Context: an optimization exercise on an open-source flow, tuned for small area and a short achievable clock period. The choices shown serve that exercise and are no tape-out recipe. RTL that was checked went through simulation tests only; none was proved equivalent to the original. No activity file was given, so power comes from the tool's default toggle rates.

==> inputs of run E <==
Design gust_engine, start of the top module:
module gust_engine (
    input  wire        clk,
    input  wire        rst,
    input  wire        reg_we,
    input  wire        reg_re,
    input  wire [6:0]  reg_addr,
    input  wire [31:0] reg_wdata,
    output reg  [31:0] reg_rdata,
    input  wire [31:0] pin_in,
    output reg  [31:0] out_val,
    output reg  [31:0] out_en,
    input  wire [31:0] stime,
    input  wire        brz_pulse,
    input  wire [7:0]  brz_chan,
    output reg         sig_valid,
    output reg  [7:0]  sig_chan,
    output reg         ev_fault,
    output reg         ev_line_err,
    output wire        tx_req,
    output wire        rx_req
);
    function [31:0] lowmask;
        input [5:0] n;
        begin
            lowmask = n[5] ? 32'hFFFF_FFFF : ((32'd1 << n[4:0]) - 32'd1);
        end
    endfunction
    function [31:0] rev32;
        input [31:0] v;
        integer i;
        begin
            for (i = 0; i < 32; i = i + 1)
                rev32[i] = v[31 - i];
        end
    endfunction
    function [7:0] bitrev8;
        input [7:0] v;
        integer i;
        begin
            for (i = 0; i < 8; i = i + 1)
                bitrev8[i] = v[7 - i];
        end
    endfunction
    function [15:0] rec_crc;
        input [111:0] r;
        begin
            rec_crc[0] = ^(r & 112'h7d0581572d4f859b040b1c581911) ^ 1'b0;
            rec_crc[1] = ^(r & 112'hfa0b02ae5a9f0b36081638b03222) ^ 1'b1;
            rec_crc[2] = ^(r & 112'hf416055cb53e166c102c71606444) ^ 1'b0;
            rec_crc[3] = ^(r & 112'he82c0ab96a7c2cd82058e2c0c888) ^ 1'b1;
            rec_crc[4] = ^(r & 112'hd0581572d4f859b040b1c5819110) ^ 1'b0;
            rec_crc[5] = ^(r & 112'hddb5abb284bf36fb8568975b3b31) ^ 1'b1;
            rec_crc[6] = ^(r & 112'hbb6b5765097e6df70ad12eb67662) ^ 1'b1;
            rec_crc[7] = ^(r & 112'h76d6aeca12fcdbee15a25d6cecc4) ^ 1'b0;
            rec_crc[8] = ^(r & 112'hedad5d9425f9b7dc2b44bad9d988) ^ 1'b1;
  ...
export LEC_CHECK = 0
export CAP_MARGIN = 40
export CORE_MARGIN = 2
export CORE_UTILIZATION = 40
export CTS_BUF_LIST = sky130_fd_sc_hd__clkbuf_8
export CTS_CLUSTER_SIZE = 24
export SLEW_MARGIN = 30
create_clock -name core_clock -period 16.0 [get_ports {clk}]
standard.sh (not shown) runs the stock make flow with config.mk's settings and CLKGATE_MAP_FILE= SYNTH_SCRIPT=/design/flow/synth_recipe.tcl, a recipe that flattens the netlist after the stock synthesis.
==> flow/flow/run.sh <==
#!/bin/bash
# Own flow: the standard synthesis unchanged, then the standard layout
# (standard.sh) with a tighter target for ORFS's setup repair. The SDC, clock
# period and constraints are the design's; only the repair margin changes.
set -euo pipefail
MARGIN=8.5
bash standard.sh synth > synth.log 2>&1
bash standard.sh SETUP_SLACK_MARGIN=$MARGIN finish > layout.log 2>&1
==> run M: changes against run E <==
--- a/flow/design.v
+++ b/flow/design.v
@@ -198,12 +198,21 @@
     integer    i;
     reg [63:0]  value;
     reg [15:0]  source;
     reg [31:0]  stamp_use;
     reg [111:0] rec;
     reg [15:0]  crc;
+    wire [8:0]  src_lo  = {1'b0, src_base[7:0]} + {1'b0, w[7:0]};
+    wire        src_c   = src_lo[8];
+    wire [7:0]  src_hi1 = src_base[15:8] + 8'd1;
+    wire [15:0] crc_k0  = rec_crc(112'd0);
+    wire [15:0] crc_lo  = rec_crc({96'd0, src_lo[7:0], 8'd0}) ^ crc_k0;
+    wire [15:0] crc_h0  = rec_crc({104'd0, src_base[15:8]}) ^ crc_k0;
+    wire [15:0] crc_h1  = rec_crc({104'd0, src_hi1}) ^ crc_k0;
+    wire [15:0] src_crc = crc_lo ^ (src_c ? crc_h1 : crc_h0);
+    reg  [111:0] rec_ns;
     always @(*) begin
         case (w[18:17])
             2'd0: value = {32'd0, sb};
             2'd1: begin
                 if (cb == 6'd0)
                     value = 64'd0;
@@ -213,20 +222,21 @@
                     value = {32'd0, sb & lowmask(cb)};
             end
             2'd2: value = {x, sb};
             default: value = {32'd0, x};
         endcase
         stamp_use = stamp_v ? stamp : stime;
-        source = src_base + {8'd0, w[7:0]};
+        source = {src_c ? src_hi1 : src_base[15:8], src_lo[7:0]};
         for (i = 0; i < 8; i = i + 1)
             rec[111 - 8*i -: 8] = value[8*i +: 8];
         for (i = 0; i < 4; i = i + 1)
             rec[47 - 8*i -: 8] = stamp_use[8*i +: 8];
         rec[15:8] = source[7:0];
         rec[7:0]  = source[15:8];
-        crc = rec_crc(rec);
+        rec_ns = {rec[111:16], 16'd0};
+        crc = rec_crc(rec_ns) ^ src_crc;
     end
     wire        sh_sel  = w[16];
     wire [31:0] sh_rv   = sh_sel ? sb : sa;
     wire [5:0]  sh_rc   = sh_sel ? cb : ca;
     wire [5:0]  sh_rlen = sh_sel ? len_b : len_a;
     wire [1:0]  sh_link = sh_sel ? link_b : link_a;
@@ -559,35 +569,52 @@
                         n_ir = w;
                     end
                 end
             end
         end
     end
+    wire [31:0] rd_40 = {31'd0, en};
+    wire [31:0] rd_41 = {8'd0, div_int, div_frac};
+    wire [31:0] rd_42 = {10'd0, wrap_top, 2'd0, wrap_bot, 2'd0, start_pc};
+    wire [31:0] rd_43 = {3'd0, in_pos, 3'd0, out_pos, 2'd0, win_count, win_base};
+    wire [31:0] rd_44 = {link_b, link_a, len_b_f, len_a_f, side_pos, rx_wm, tx_wm, 5'd0};
+    wire [31:0] rd_45 = {16'd0, src_base};
+    wire [31:0] rd_46 = {2'd0, pc, 1'b0,
+                         halted ? 3'd4 : !en ? 3'd0 : (dcnt != 5'd0) ? 3'd3 :
+                         stalled ? 3'd2 : 3'd1,
+                         rx_cnt, tx_cnt, 6'd0,
+                         line_err_f, rx_drop_f, rx_under_f, tx_over_f, illegal_f, 1'b0};
+    wire [31:0] rd_rx = (rx_cnt == 4'd0) ? 32'd0 : rx_head;
+    wire [31:0] rd_58 = {16'd0, loops};
+    wire        rd_g4 = (reg_addr[6:4] == 3'b100);
+    wire        rd_g5 = (reg_addr[6:4] == 3'b101);
+    reg  [15:0] rd_lo;
+    reg  [31:0] rd_t4, rd_t5;
+    integer     r;
     always @(*) begin
-        case (reg_addr)
-            7'h40: reg_rdata = {31'd0, en};
-            7'h41: reg_rdata = {8'd0, div_int, div_frac};
-            7'h42: reg_rdata = {10'd0, wrap_top, 2'd0, wrap_bot, 2'd0, start_pc};
-            7'h43: reg_rdata = {3'd0, in_pos, 3'd0, out_pos, 2'd0, win_count, win_base};
-            7'h44: reg_rdata = {link_b, link_a, len_b_f, len_a_f, side_pos, rx_wm, tx_wm, 5'd0};
-            7'h45: reg_rdata = {16'd0, src_base};
-            7'h46: reg_rdata = {2'd0, pc, 1'b0,
-                                halted ? 3'd4 : !en ? 3'd0 : (dcnt != 5'd0) ? 3'd3 :
-                                stalled ? 3'd2 : 3'd1,
-                                rx_cnt, tx_cnt, 6'd0,
-                                line_err_f, rx_drop_f, rx_under_f, tx_over_f, illegal_f, 1'b0};
-            7'h47: reg_rdata = errcnt;
-            7'h48: reg_rdata = x;
-            7'h49: reg_rdata = y;
-            7'h4A: reg_rdata = out_val;
-            7'h4B: reg_rdata = out_en;
-            7'h50, 7'h51, 7'h52, 7'h53: reg_rdata = (rx_cnt == 4'd0) ? 32'd0 : rx_head;
-            7'h54, 7'h55, 7'h56, 7'h57: reg_rdata = side_f[reg_addr[1:0]*32 +: 32];
-            7'h58: reg_rdata = {16'd0, loops};
-            default: reg_rdata = 32'd0;
-        endcase
+        for (r = 0; r < 16; r = r + 1)
+            rd_lo[r] = (reg_addr[3:0] == r[3:0]);
+        rd_t4 = ({32{rd_lo[0]}}  & rd_40)
+              | ({32{rd_lo[1]}}  & rd_41)
+              | ({32{rd_lo[2]}}  & rd_42)
+              | ({32{rd_lo[3]}}  & rd_43)
+              | ({32{rd_lo[4]}}  & rd_44)
+              | ({32{rd_lo[5]}}  & rd_45)
+              | ({32{rd_lo[6]}}  & rd_46)
+              | ({32{rd_lo[7]}}  & errcnt)
+              | ({32{rd_lo[8]}}  & x)
+              | ({32{rd_lo[9]}}  & y)
+              | ({32{rd_lo[10]}} & out_val)
+              | ({32{rd_lo[11]}} & out_en);
+        rd_t5 = ({32{reg_addr[3:2] == 2'b00}} & rd_rx)
+              | ({32{rd_lo[4]}}  & side_f[31:0])
+              | ({32{rd_lo[5]}}  & side_f[63:32])
+              | ({32{rd_lo[6]}}  & side_f[95:64])
+              | ({32{rd_lo[7]}}  & side_f[127:96])
+              | ({32{rd_lo[8]}}  & rd_58);
+        reg_rdata = ({32{rd_g4}} & rd_t4) | ({32{rd_g5}} & rd_t5);
     end
     wire start_go   = wr_go && reg_wdata[0];
     wire stop_go    = wr_go && reg_wdata[1] && !reg_wdata[0];
     wire ctrl_start = wr_ctrl && reg_wdata[0] && !en;
     wire any_start  = start_go || ctrl_start;
     wire restart_now = (wr_ctrl && reg_wdata[1] && !en) || (restart_p && !en);
==> flow/flow/run.sh (replaced) <==
#!/bin/bash
# Own flow: the standard synthesis unchanged, then the standard layout
# (standard.sh) with a tighter target for ORFS's setup repair. The SDC, clock
# period and constraints are the design's; only the repair margin changes.
set -euo pipefail
MARGIN=8
bash standard.sh synth > synth.log 2>&1
bash standard.sh SETUP_SLACK_MARGIN=$MARGIN finish > layout.log 2>&1
==> flow/config.mk (replaced) <==
export PLATFORM = sky130hd
export DESIGN_NAME = gust_engine
export DESIGN_NICKNAME = gust_engine
export VERILOG_FILES = /design/flow/design.v
export SDC_FILE = /design/flow/constraint.sdc
export NUM_CORES = 8
export LEC_CHECK = 0
export CAP_MARGIN = 40
export CORE_MARGIN = 2
export CORE_UTILIZATION = 46
export CTS_BUF_LIST = sky130_fd_sc_hd__clkbuf_8
export CTS_CLUSTER_SIZE = 24
export SLEW_MARGIN = 30
==> run P: changes against run E <==
--- a/flow/design.v
+++ b/flow/design.v
@@ -198,12 +198,21 @@
     integer    i;
     reg [63:0]  value;
     reg [15:0]  source;
     reg [31:0]  stamp_use;
     reg [111:0] rec;
     reg [15:0]  crc;
+    wire [8:0]  src_lo  = {1'b0, src_base[7:0]} + {1'b0, w[7:0]};
+    wire        src_c   = src_lo[8];
+    wire [7:0]  src_hi1 = src_base[15:8] + 8'd1;
+    wire [15:0] crc_k0  = rec_crc(112'd0);
+    wire [15:0] crc_lo  = rec_crc({96'd0, src_lo[7:0], 8'd0}) ^ crc_k0;
+    wire [15:0] crc_h0  = rec_crc({104'd0, src_base[15:8]}) ^ crc_k0;
+    wire [15:0] crc_h1  = rec_crc({104'd0, src_hi1}) ^ crc_k0;
+    wire [15:0] src_crc = crc_lo ^ (src_c ? crc_h1 : crc_h0);
+    reg  [111:0] rec_ns;
     always @(*) begin
         case (w[18:17])
             2'd0: value = {32'd0, sb};
             2'd1: begin
                 if (cb == 6'd0)
                     value = 64'd0;
@@ -213,20 +222,21 @@
                     value = {32'd0, sb & lowmask(cb)};
             end
             2'd2: value = {x, sb};
             default: value = {32'd0, x};
         endcase
         stamp_use = stamp_v ? stamp : stime;
-        source = src_base + {8'd0, w[7:0]};
+        source = {src_c ? src_hi1 : src_base[15:8], src_lo[7:0]};
         for (i = 0; i < 8; i = i + 1)
             rec[111 - 8*i -: 8] = value[8*i +: 8];
         for (i = 0; i < 4; i = i + 1)
             rec[47 - 8*i -: 8] = stamp_use[8*i +: 8];
         rec[15:8] = source[7:0];
         rec[7:0]  = source[15:8];
-        crc = rec_crc(rec);
+        rec_ns = {rec[111:16], 16'd0};
+        crc = rec_crc(rec_ns) ^ src_crc;
     end
     wire        sh_sel  = w[16];
     wire [31:0] sh_rv   = sh_sel ? sb : sa;
     wire [5:0]  sh_rc   = sh_sel ? cb : ca;
     wire [5:0]  sh_rlen = sh_sel ? len_b : len_a;
     wire [1:0]  sh_link = sh_sel ? link_b : link_a;
@@ -559,35 +569,50 @@
                         n_ir = w;
                     end
                 end
             end
         end
     end
+    wire [31:0] rd_40 = {31'd0, en};
+    wire [31:0] rd_41 = {8'd0, div_int, div_frac};
+    wire [31:0] rd_42 = {10'd0, wrap_top, 2'd0, wrap_bot, 2'd0, start_pc};
+    wire [31:0] rd_43 = {3'd0, in_pos, 3'd0, out_pos, 2'd0, win_count, win_base};
+    wire [31:0] rd_44 = {link_b, link_a, len_b_f, len_a_f, side_pos, rx_wm, tx_wm, 5'd0};
+    wire [31:0] rd_45 = {16'd0, src_base};
+    wire [31:0] rd_46 = {2'd0, pc, 1'b0,
+                         halted ? 3'd4 : !en ? 3'd0 : (dcnt != 5'd0) ? 3'd3 :
+                         stalled ? 3'd2 : 3'd1,
+                         rx_cnt, tx_cnt, 6'd0,
+                         line_err_f, rx_drop_f, rx_under_f, tx_over_f, illegal_f, 1'b0};
+    wire [31:0] rd_rx = (rx_cnt == 4'd0) ? 32'd0 : rx_head;
+    wire [31:0] rd_58 = {16'd0, loops};
+    wire        rd_g4 = (reg_addr[6:4] == 3'b100);
+    wire        rd_g5 = (reg_addr[6:4] == 3'b101);
+    reg  [15:0] rd_lo;
+    integer     r;
     always @(*) begin
-        case (reg_addr)
-            7'h40: reg_rdata = {31'd0, en};
-            7'h41: reg_rdata = {8'd0, div_int, div_frac};
-            7'h42: reg_rdata = {10'd0, wrap_top, 2'd0, wrap_bot, 2'd0, start_pc};
-            7'h43: reg_rdata = {3'd0, in_pos, 3'd0, out_pos, 2'd0, win_count, win_base};
-            7'h44: reg_rdata = {link_b, link_a, len_b_f, len_a_f, side_pos, rx_wm, tx_wm, 5'd0};
-            7'h45: reg_rdata = {16'd0, src_base};
-            7'h46: reg_rdata = {2'd0, pc, 1'b0,
-                                halted ? 3'd4 : !en ? 3'd0 : (dcnt != 5'd0) ? 3'd3 :
-                                stalled ? 3'd2 : 3'd1,
-                                rx_cnt, tx_cnt, 6'd0,
-                                line_err_f, rx_drop_f, rx_under_f, tx_over_f, illegal_f, 1'b0};
-            7'h47: reg_rdata = errcnt;
-            7'h48: reg_rdata = x;
-            7'h49: reg_rdata = y;
-            7'h4A: reg_rdata = out_val;
-            7'h4B: reg_rdata = out_en;
-            7'h50, 7'h51, 7'h52, 7'h53: reg_rdata = (rx_cnt == 4'd0) ? 32'd0 : rx_head;
-            7'h54, 7'h55, 7'h56, 7'h57: reg_rdata = side_f[reg_addr[1:0]*32 +: 32];
-            7'h58: reg_rdata = {16'd0, loops};
-            default: reg_rdata = 32'd0;
-        endcase
+        for (r = 0; r < 16; r = r + 1)
+            rd_lo[r] = (reg_addr[3:0] == r[3:0]);
+        reg_rdata = ({32{rd_g4 & rd_lo[0]}}  & rd_40)
+                  | ({32{rd_g4 & rd_lo[1]}}  & rd_41)
+                  | ({32{rd_g4 & rd_lo[2]}}  & rd_42)
+                  | ({32{rd_g4 & rd_lo[3]}}  & rd_43)
+                  | ({32{rd_g4 & rd_lo[4]}}  & rd_44)
+                  | ({32{rd_g4 & rd_lo[5]}}  & rd_45)
+                  | ({32{rd_g4 & rd_lo[6]}}  & rd_46)
+                  | ({32{rd_g4 & rd_lo[7]}}  & errcnt)
+                  | ({32{rd_g4 & rd_lo[8]}}  & x)
+                  | ({32{rd_g4 & rd_lo[9]}}  & y)
+                  | ({32{rd_g4 & rd_lo[10]}} & out_val)
+                  | ({32{rd_g4 & rd_lo[11]}} & out_en)
+                  | ({32{rd_g5 & (reg_addr[3:2] == 2'b00)}} & rd_rx)
+                  | ({32{rd_g5 & rd_lo[4]}}  & side_f[31:0])
+                  | ({32{rd_g5 & rd_lo[5]}}  & side_f[63:32])
+                  | ({32{rd_g5 & rd_lo[6]}}  & side_f[95:64])
+                  | ({32{rd_g5 & rd_lo[7]}}  & side_f[127:96])
+                  | ({32{rd_g5 & rd_lo[8]}}  & rd_58);
     end
     wire start_go   = wr_go && reg_wdata[0];
     wire stop_go    = wr_go && reg_wdata[1] && !reg_wdata[0];
     wire ctrl_start = wr_ctrl && reg_wdata[0] && !en;
     wire any_start  = start_go || ctrl_start;
     wire restart_now = (wr_ctrl && reg_wdata[1] && !en) || (restart_p && !en);
==> flow/flow/run.sh (replaced) <==
#!/bin/bash
# Own flow: the standard synthesis unchanged, then the standard layout
# (standard.sh) with a tighter target for ORFS's setup repair. The SDC, clock
# period and constraints are the design's; only the repair margin changes.
set -euo pipefail
MARGIN=8
bash standard.sh synth > synth.log 2>&1
bash standard.sh SETUP_SLACK_MARGIN=$MARGIN finish > layout.log 2>&1
==> summary of the runs <==
Wire length: run P < run E < run M.
Against run M, the count of clock-buffer cells in the layout of run E is higher by 4.
Run M finished but fails on antenna violations. Run E produced a clean layout. Run P finished clean.
In run M the design area is higher than in run P, by 0.53%.
Via count is about the same in run E and run M.
In flip-flop and latch count, run P and run E do not differ.
Between run P and run E, the lower critical path depth is in run E (gap 4).
Register-to-register slack: run E > run P > run M.
The lowest utilization belongs to run P, the highest to run M.
Synthesized cell count: run P < run M < run E.
The lowest die area belongs to run M, the highest to run E.
==> figures <==
Run status: run E timing/DRC/antenna clean; run P timing/DRC/antenna clean; run M complete, but fails checks
Violated checks: run E -; run P -; run M antenna violations
Count of non-CTS inverters in the layout: run E 230; run P 221; run M 220
Worst Clk Skew: run E 0.124 ns; run P 0.130 ns; run M 0.116 ns
Areal power density over the cells: run E 114 nW/um^2; run P 118 nW/um^2; run M 114 nW/um^2
Worst path buffer plus inverter count: run E 4; run P 7; run M 6
Met2 usage in global routing: run E 62.0%; run P 62.6%; run M 72.6%
Multi-input logic portion of the cell area: run E 38.8%; run P 38.4%; run M 39.0%
Filler Cells Inserted: run E 40569; run P 39984; run M 33902
Slew Limit Headroom: run E 26.3%; run P 26.9%; run M 14.1%
Combinational fraction of design power: run E 25.7%; run P 26.7%; run M 25.1%
Quantity of gates resized following cts: run E 679; run P 659; run M 587
Clock period minus worst slack: run E 8.91 ns; run P 8.49 ns; run M 8.44 ns
Instance count after placement with tap cells included: run E 21933; run P 21534; run M 21253
Switch share: run E 34.8%; run P 35.5%; run M 34.8%
Total standard cell area after synthesis: run E 178000 um^2; run P 176000 um^2; run M 178000 um^2
Die Ht: run E 671 um; run P 667 um; run M 626 um
Pin count of the biggest net entering global routing: run E 134; run P 117; run M 89
Detail Route met2 WL: run E 419000 um; run P 415000 um; run M 423000 um
Power after layout: run E 24.0 mW; run P 24.4 mW; run M 23.8 mW
Core Box Area: run E 442000 um^2; run P 438000 um^2; run M 385000 um^2
Worst slack at placement: run E 5.77 ns; run P 5.38 ns; run M 5.48 ns
Footprint of the multi-input gates: run E 81700 um^2; run P 79400 um^2; run M 81100 um^2
The RTL of run E was laid out without a check of its function.

[separate check: timing with driven ports]
Ports are ideal in the flow. The routed layouts listed here were re-timed in OpenROAD.
Step 1 assumes that a clkbuf_16 drives the clock port and a buf_2 every other input.
Step 2 also shifts input and output timing later by t, the mid clock arrival at the registers, as if the neighbouring blocks saw the same clock.
Three values: no drivers, after step 1, after step 2; two values: the first two.
run | t (ns) | setup slack, ns | hold WS [ns] | latest minus earliest clock arrival (ns) | slew at the worst register clock pin (ns)
run E | 1.342 | 7.088 / 7.000 / 6.812 | 0.423 / 0.423 / 0.423 | 0.124 / 0.124 | 0.08 / 0.08
run M | 1.411 | 7.556 / 7.492 / 7.489 | 0.420 / 0.420 / 0.420 | 0.117 / 0.116 | 0.09 / 0.09
run P | 1.342 | 7.509 / 7.403 / 7.403 | 0.431 / 0.431 / 0.431 | 0.137 / 0.136 | 0.07 / 0.07
For run E, which loses most, drivers alone change the setup slack by -0.088 ns; drivers and shift together by -0.276 ns.
